What follows belongs to an exercise in optimizing a design on an open flow for small area; a production flow would make more cautious choices.
The RTL was checked by simulation tests, not by an equivalence proof against the original design.

==> design.v <==
module twist_framer (
    input  wire        clk,
    input  wire        rst,           
    input  wire [3:0]  lane,          
    input  wire [7:0]  tap,
    input  wire [15:0] fleyth,
    input  wire [1:0]  just,
    input  wire        lf,
    input  wire        cwv,
    input  wire [14:0] cwp,
    input  wire [43:0] unit_id,
    input  wire [7:0]  mode0,
    input  wire [7:0]  mode1,
    input  wire [7:0]  lane_info,
    input  wire [7:0]  bundle,
    input  wire [39:0] pl_word,
    output wire        pl_take,
    output reg  [1:0]  sym,
    output reg         frame_start,
    output reg         stuff,
    output reg         ovf
);
    localparam [30:0] FAW          = 31'h7125_B696;
    localparam [13:0] LAST_POS     = 14'd16383;
    localparam [14:0] N_CONTENT    = 15'd16344;
    localparam [14:0] N_OVERHEAD   = 15'd64;
    localparam [5:0]  MAX_RUN      = 6'd47;
    localparam [43:0] SEED_LOW     = 44'h5A5_A5A5_A5A5;
    function [7:0] crc8_56;           
        input [55:0] data;
        integer n;
        reg [7:0] c;
        reg       fb;
        begin
            c = 8'h00;
            for (n = 55; n >= 0; n = n - 1) begin
                fb = c[7] ^ data[n];
                c  = {c[6:0], 1'b0} ^ (fb ? 8'h07 : 8'h00);
            end
            crc8_56 = c;
        end
    endfunction
    function [15:0] crc16_80;         
        input [79:0] data;
        integer n;
        reg [15:0] c;
        reg        fb;
        begin
            c = 16'hFFFF;
            for (n = 79; n >= 0; n = n - 1) begin
                fb = c[15] ^ data[n];
                c  = {c[14:0], 1'b0} ^ (fb ? 16'h1021 : 16'h0000);
            end
            crc16_80 = c;
        end
    endfunction
    function [1:0] gray;
        input [1:0] bits;
        case (bits)
            2'b00:   gray = 2'd0;    
            2'b01:   gray = 2'd1;    
            2'b11:   gray = 2'd2;    
            default: gray = 2'd3;    
        endcase
    endfunction
    reg [13:0] pos;           
    reg [14:0] ci;            
    reg [8:0]  kcnt;          
    reg [4:0]  fn;
    reg [2:0]  scr_ofs;
    reg        run_ovf;
    reg [1:0]  run_level;
    reg [5:0]  run_len;
    reg [63:0] oh;            
    reg [79:0] mf;            
    reg [1:0]  just_q;
    reg [57:0] scr;
    reg [37:0] wsr;           
    reg [4:0]  wsym;          
    reg [9:0]  widx;          
    wire        latch    = (pos == 14'd1);
    wire [1:0]  just_eff = (just == 2'd3) ? 2'd1 : just;
    wire [79:0] mf_in    = {unit_id, lane, mode0, mode1, lane_info, bundle};
    wire [79:0] mf_cur   = (fn == 5'd0) ? mf_in : mf;
    wire [15:0] mf_crc   = crc16_80(mf_cur);
    wire [95:0] mf_bytes = {mf_cur, mf_crc};
    wire [7:0]  mf_byte  = mf_bytes[95 - 8 * fn[4:1] -: 8];
    wire [3:0]  mfb      = fn[0] ? mf_byte[3:0] : mf_byte[7:4];
    wire [55:0] oh_body  = {tap, fleyth, fn, scr_ofs, mfb, just_eff, run_ovf, lf, cwv, cwp};
    wire [63:0] oh_next  = {oh_body, crc8_56(oh_body)};
    wire [57:0] seed     = {2'b10, scr_ofs, fn, lane, SEED_LOW};
    wire [9:0]  n_data     = 10'd814 - {8'd0, just_q};
    wire        in_faw     = (pos < 14'd31);
    wire        is_guard   = (pos == LAST_POS);
    wire        content_left = (ci < N_CONTENT);
    wire        is_stuff   = !in_faw && !is_guard && (run_len == MAX_RUN) && content_left;
    wire        is_content = !in_faw && !is_guard && !is_stuff && content_left;
    wire        is_oh      = is_content && (ci < N_OVERHEAD);
    wire        is_payload = is_content && !is_oh;
    wire        word_start = (wsym == 5'd0);
    wire        data_word  = (widx < n_data);
    assign pl_take = is_payload && word_start && data_word;
    reg  [1:0] pbits;
    always @(*) begin
        if (word_start)
            pbits = data_word ? pl_word[39:38] : 2'b00;
        else
            pbits = wsr[37:36];
    end
    wire        sb1  = scr[57] ^ scr[38];
    wire [57:0] scr1 = {scr[56:0], sb1};
    wire        sb2  = scr1[57] ^ scr1[38];
    wire [57:0] scr2 = {scr1[56:0], sb2};
    wire [1:0] outer_opposite = (run_level <= 2'd1) ? 2'd3 : 2'd0;
    reg [1:0] level;
    always @(*) begin
        if (in_faw)
            level = FAW[30 - pos[4:0]] ? 2'd3 : 2'd0;
        else if (is_stuff || !is_content)
            level = outer_opposite;
        else if (is_oh)
            level = oh[63 - ci[5:0]] ? 2'd3 : 2'd0;
        else
            level = gray(pbits ^ {sb1, sb2});
    end
    always @(posedge clk) begin
        if (rst) begin
            pos         <= 14'd0;
            ci          <= 15'd0;
            kcnt        <= 9'd0;
            fn          <= 5'd0;
            scr_ofs     <= 3'd0;
            run_ovf     <= 1'b0;
            run_level   <= 2'd0;
            run_len     <= 6'd0;
            wsym        <= 5'd0;
            widx        <= 10'd0;
            sym         <= 2'd0;
            frame_start <= 1'b0;
            stuff       <= 1'b0;
            ovf         <= 1'b0;
        end else begin
            pos         <= pos + 14'd1;
            sym         <= level;
            frame_start <= (pos == 14'd0);
            stuff       <= is_stuff;
            ovf         <= is_guard && (kcnt > 9'd8);
            if (level == run_level) begin
                run_len <= run_len + 6'd1;
            end else begin
                run_level <= level;
                run_len   <= 6'd1;
            end
            if (is_stuff)
                kcnt <= kcnt + 9'd1;
            if (is_content)
                ci <= ci + 15'd1;
            if (is_payload) begin
                if (word_start)
                    wsr <= data_word ? pl_word[37:0] : 38'd0;
                else
                    wsr <= {wsr[35:0], 2'b00};
                if (wsym == 5'd19) begin
                    wsym <= 5'd0;
                    widx <= widx + 10'd1;
                end else begin
                    wsym <= wsym + 5'd1;
                end
                scr <= scr2;
            end
            if (latch) begin
                oh     <= oh_next;
                just_q <= just_eff;
                scr    <= seed;
                if (fn == 5'd0)
                    mf <= mf_in;
            end
            if (is_guard) begin
                ci   <= 15'd0;
                kcnt <= 9'd0;
                wsym <= 5'd0;
                widx <= 10'd0;
                fn   <= (fn == 5'd23) ? 5'd0 : fn + 5'd1;
                if (kcnt > 9'd8) begin
                    scr_ofs <= scr_ofs + 3'd1;
                    run_ovf <= 1'b1;
                end else begin
                    run_ovf <= 1'b0;
                end
            end
        end
    end
endmodule
==> run.sh <==
#!/bin/bash
# synth_recipe.tcl (not shown) runs the flow's synth.tcl, then flattens the netlist and writes it again
# the make line also repeats each setting of config.mk as NAME=value (left out here)
make -C /OpenROAD-flow-scripts/flow DESIGN_CONFIG=/design/flow/config.mk WORK_HOME=/design/flow/orfs CLKGATE_MAP_FILE= SYNTH_SCRIPT=/design/flow/synth_recipe.tcl finish
==> config.mk <==
export PLATFORM = sky130hd
export DESIGN_NAME = twist_framer
export DESIGN_NICKNAME = twist_framer
export VERILOG_FILES = /design/flow/design.v
export SDC_FILE = /design/flow/constraint.sdc
export NUM_CORES = 4
export LEC_CHECK = 0
export CAP_MARGIN = 20
export CORE_MARGIN = 2
export CORE_UTILIZATION = 40
export SLEW_MARGIN = 20
==> constraint.sdc <==
create_clock -name core_clock -period 8.0 [get_ports {clk}]
set_input_delay 1.6000 -clock core_clock [delete_from_list [all_inputs] [get_ports {clk}]]
set_output_delay 1.6000 -clock core_clock [all_outputs]
set_load 0.01 [all_outputs]
==> run notes <==
## cell usage in the layout (no fill, tap or decap), types with 10 or more instances in the layout
| cell | synthesis | layout |
|---|---|---|
| and2_1 | 30 | 30 |
| clkbuf_1 | 45 | 11 |
| xnor3_1 | 71 | 71 |
| mux2i_1 | 56 | 56 |
| buf_4 | 6 | 55 |
| edfxtp_1 | 240 | 240 |
| xnor2_1 | 306 | 306 |
| mux4_2 | 29 | 29 |
| nand3_1 | 31 | 30 |
| nand2b_1 | 34 | 34 |
| a21oi_1 | 29 | 29 |
| nand2_1 | 188 | 188 |
| xor2_1 | 103 | 103 |
| clkbuf_16 | 0 | 39 |
| and3_1 | 13 | 12 |
| o21ai_0 | 31 | 31 |
| or3_1 | 13 | 13 |
| nand4_1 | 12 | 12 |
| inv_1 | 61 | 61 |
| ha_1 | 22 | 22 |
| xnor2_2 | 21 | 21 |
| nor2_1 | 114 | 113 |
| a22o_1 | 37 | 37 |
| dfxtp_1 | 75 | 75 |
| clkdlybuf4s50_1 | 0 | 170 |
| mux2_2 | 10 | 10 |
| o211ai_1 | 13 | 13 |
## stage by stage
step / worst slack, ns / cell area [sq um] / hold WS [ns] / utilization
floorplan: 0.854 / 20100 / 0.429 / -
global route: 0.212 / 24000 / 0.508 / 0.482
global placement: 0.129 / 22800 / 0.449 / 0.457
finish: 0.433 / 24000 / 0.456 / 0.482
CTS: 0.548 / 24000 / 0.458 / 0.481
detailed placement: 0.00530 / 22800 / 0.449 / 0.457
## registers in the layout (all words and copies together) (netlist names), 2 cells and up
name and count:
run_level 2, fn 5, ci 15, oh 63, sym 2, kcnt 9, wsr 38, pos 14
mf 80, scr 58, scr_ofs 3, widx 10, run_len 6, wsym 5
## worst reg2reg max path: cells and delay by family, from the launching register on
kind,cells,cell delay [ns]
AND/OR/NAND/NOR,3,0.88
flip-flops,1,0.31
AO/OA/AOI/OAI,1,0.10
XOR/XNOR,10,3.55
multiplexers,1,0.62
adder cells (fa/ha/maj),1,0.23
buffers and inverters,2,0.78
## final cells by class
| type | instances | area share |
|---|---|---|
| flip-flops and latches | 315 | 0.362 |
| inverters | 61 | 0.00953 |
| well taps | 672 | 0.0350 |
| clock buffers | 50 | 0.0423 |
| multi-input cells | 1254 | 0.453 |
| repair buffers | 228 | 0.0908 |
| clock inverters | 20 | 0.00682 |
## cells by family after synthesis
family / Yosys count
xor+xnor: 520
flops: 315
fa+ha+maj: 22
compound gates: 145
mux: 103
buf+inv: 134
simple gates: 464
## worst paths after layout
path | start | to | slack, ns | cells after the start
setup / recovery | unit_id[40] | oh[2] | 0.43 | 18
hold / removal | ci[14] | ci[14] | 0.46 | 2
setup reg to reg | fn[0] | oh[2] | 1.25 | 18
hold reg to reg | ci[14] | ci[14] | 0.46 | 2
## per-layer routing
layer	up-vias	share of wire	wire length, um	track usage
met1	6451	0.47	23900	0.278
met4	0	0.020	995	0.0515
met3	54	0.048	2450	0.0303
met2	333	0.46	23700	0.313
met5	-	0	0	0
li1	6291	-	-	-
==> impl_metrics.json <==
{
  "status": "finished clean",
  "cts_sinks": 315,
  "synth_top_area_share": 0.358,
  "synth_adder_area_share": 0.0137,
  "synth_top_family_by_area": "XOR/XNOR gates",
  "seqCellArea_sq_mm": 0.00871,
  "multi_input_area_sq_mm": 0.0109,
  "wl_per_cell_um": 19.6,
  "finalCritPeriodShare": 0.946,
  "tightest_slew_ns": 1.09,
  "synth_area_leaders": "edfxtp_1 (36%), xnor2_1 (13%), xnor3_1 (8.0%), dfxtp_1 (7.5%), xor2_1 (4.5%)",
  "track_usage": 0.196,
  "vias": 13100,
  "wl_mm": 51.0,
  "die-area_sq_mm": 0.0521,
  "path_buf_inv": 1,
  "cts_resized": 0,
  "critical_path.cell_chain": "clkdlybuf4s50_1 > xnor3_1 > xor2_1 > xor2_1 > xnor2_1 > mux2i_1 > xnor2_1 > xnor3_1 > xnor2_1 > xnor3_1 > xor2_1 > xor3_1 > xnor3_1 > nand3_1 > nand4_1 > xnor3_2 > xnor3_1 > xnor3_1",
  "syn_inst": 1703,
  "nets": 2085,
  "ios": 171,
  "antenna_found_initial": 0,
  "io_buffers": 170,
  "gr-total-overflow": 0,
  "synth.distinct_cells": 61,
  "diodes": 0,
  "synth-seq-area-share": 0.433,
  "hold_viol": 0,
  "start_util": 0.403,
  "cts_max_level": 2,
  "drive_gt1_frac": 0.102,
  "yosysTopAreaCell": "edfxtp_1",
  "via_per_inst": 5.05,
  "crit_path_frequent_cell": "xnor3_1",
  "synth_xor_area_frac": 0.296,
  "worstPathArrival_ns": 7.86,
  "ys_ff_latch": 315,
  "skew_ns": 0.0170,
  "drtIter0Drc": 895,
  "dp.cells": 2528,
  "die_y_um": 228,
  "yosys.area_share.simple": 0.106,
  "insertion_delay_ns": 0.56,
  "num_rows": 82,
  "firstDrtPassIters": 5,
  "fillerInstances": 4525,
  "drc_errors": 0,
  "cap_violations": 0,
  "die_w_um": 228,
  "synth_compound_area_frac": 0.0495,
  "crit_fanout": 4,
  "cp.required_ns": 8.29,
  "detailed_place_hpwl_mm": 37.6,
  "cts_tree": "done",
  "grt_max_degree": 84,
  "timing.fmax_mhz": 132,
  "syn_area_sq_mm": 0.0201,
  "synth.cells.most_frequent": "xnor2_1 (306), edfxtp_1 (240), nand2_1 (188), nor2_1 (114), xor2_1 (103)",
  "rsz0062_at_grt": "no",
  "final_max_slew_viol_count": 0,
  "tns_ns": 0,
  "layout.cells.non_filler": 2600,
  "critPathCaptureType": "flop",
  "cts.clk_slew.worst_paths_ns": 0.06,
  "async_reset_ff_frac": 0,
  "cts_root_buf": "clkbuf_16",
  "postCtsHoldBufs": 0,
  "synth.avg_cell_area_sq_um": 11.8,
  "coreArea_sq_mm": 0.0499,
  "yosys_warnings": 1,
  "crit_type": "input pin to flop",
  "synth_mux_area_frac": 0.0741,
  "antenna_left": 0,
  "period_needed_ns": 7.57,
  "yosysMostFrequentCell": "xnor2_1",
  "area_growth_pct": 19.5,
  "max-slew-margin-rel": 0.274,
  "cts_setup_buffers": 0,
  "clock_path_buffers": 3,
  "synth_fp_nets": 1890,
  "grt_first_pass_wirelength_mm": 79.5,
  "synth_ff_type": "edfxtp_1",
  "synth_edf_count": 240,
  "cp-start-kind": "input pin",
  "min-delay-path-class": "flop to flop",
  "critical-path-top-delay-family": "XOR/XNOR gates",
  "numCtsBuffers": 38,
  "cpPeakStageDelay_ns": 0.65,
  "grt_pass1_vias": 13300,
  "place_congestion": 0.926,
  "setup_viol": 0,
  "crit_slowest_cell": "clkdlybuf4s50_1"
}

separate check: timing with driven ports:
In the flow no input, the clock included, has a driving cell. The finished layout below was timed again as built, in two steps. Step 1, drivers: a clkbuf_16 drives clk and a buf_2 each remaining input, both assumed. Step 2, shift: input delay + t, output delay - t, t = (earliest + latest rising clock arrival at the registers) / 2. This alone moves slack from input paths to output paths. Three values: no drivers, after step 1, after step 2; two values: the first two.
t, ns: 0.609
slack for setup (ns): 0.433 / 0.467 / -0.142
worst setup path at the end: input to register
worst slew at a driven data input, ns: 0.08
cell pins on the clock port's net: 1
With both steps, setup timing fails in this run, where it was met with ideal ports. For this run, drivers alone change the setup slack by +0.034 ns; drivers and shift together by -0.575 ns.
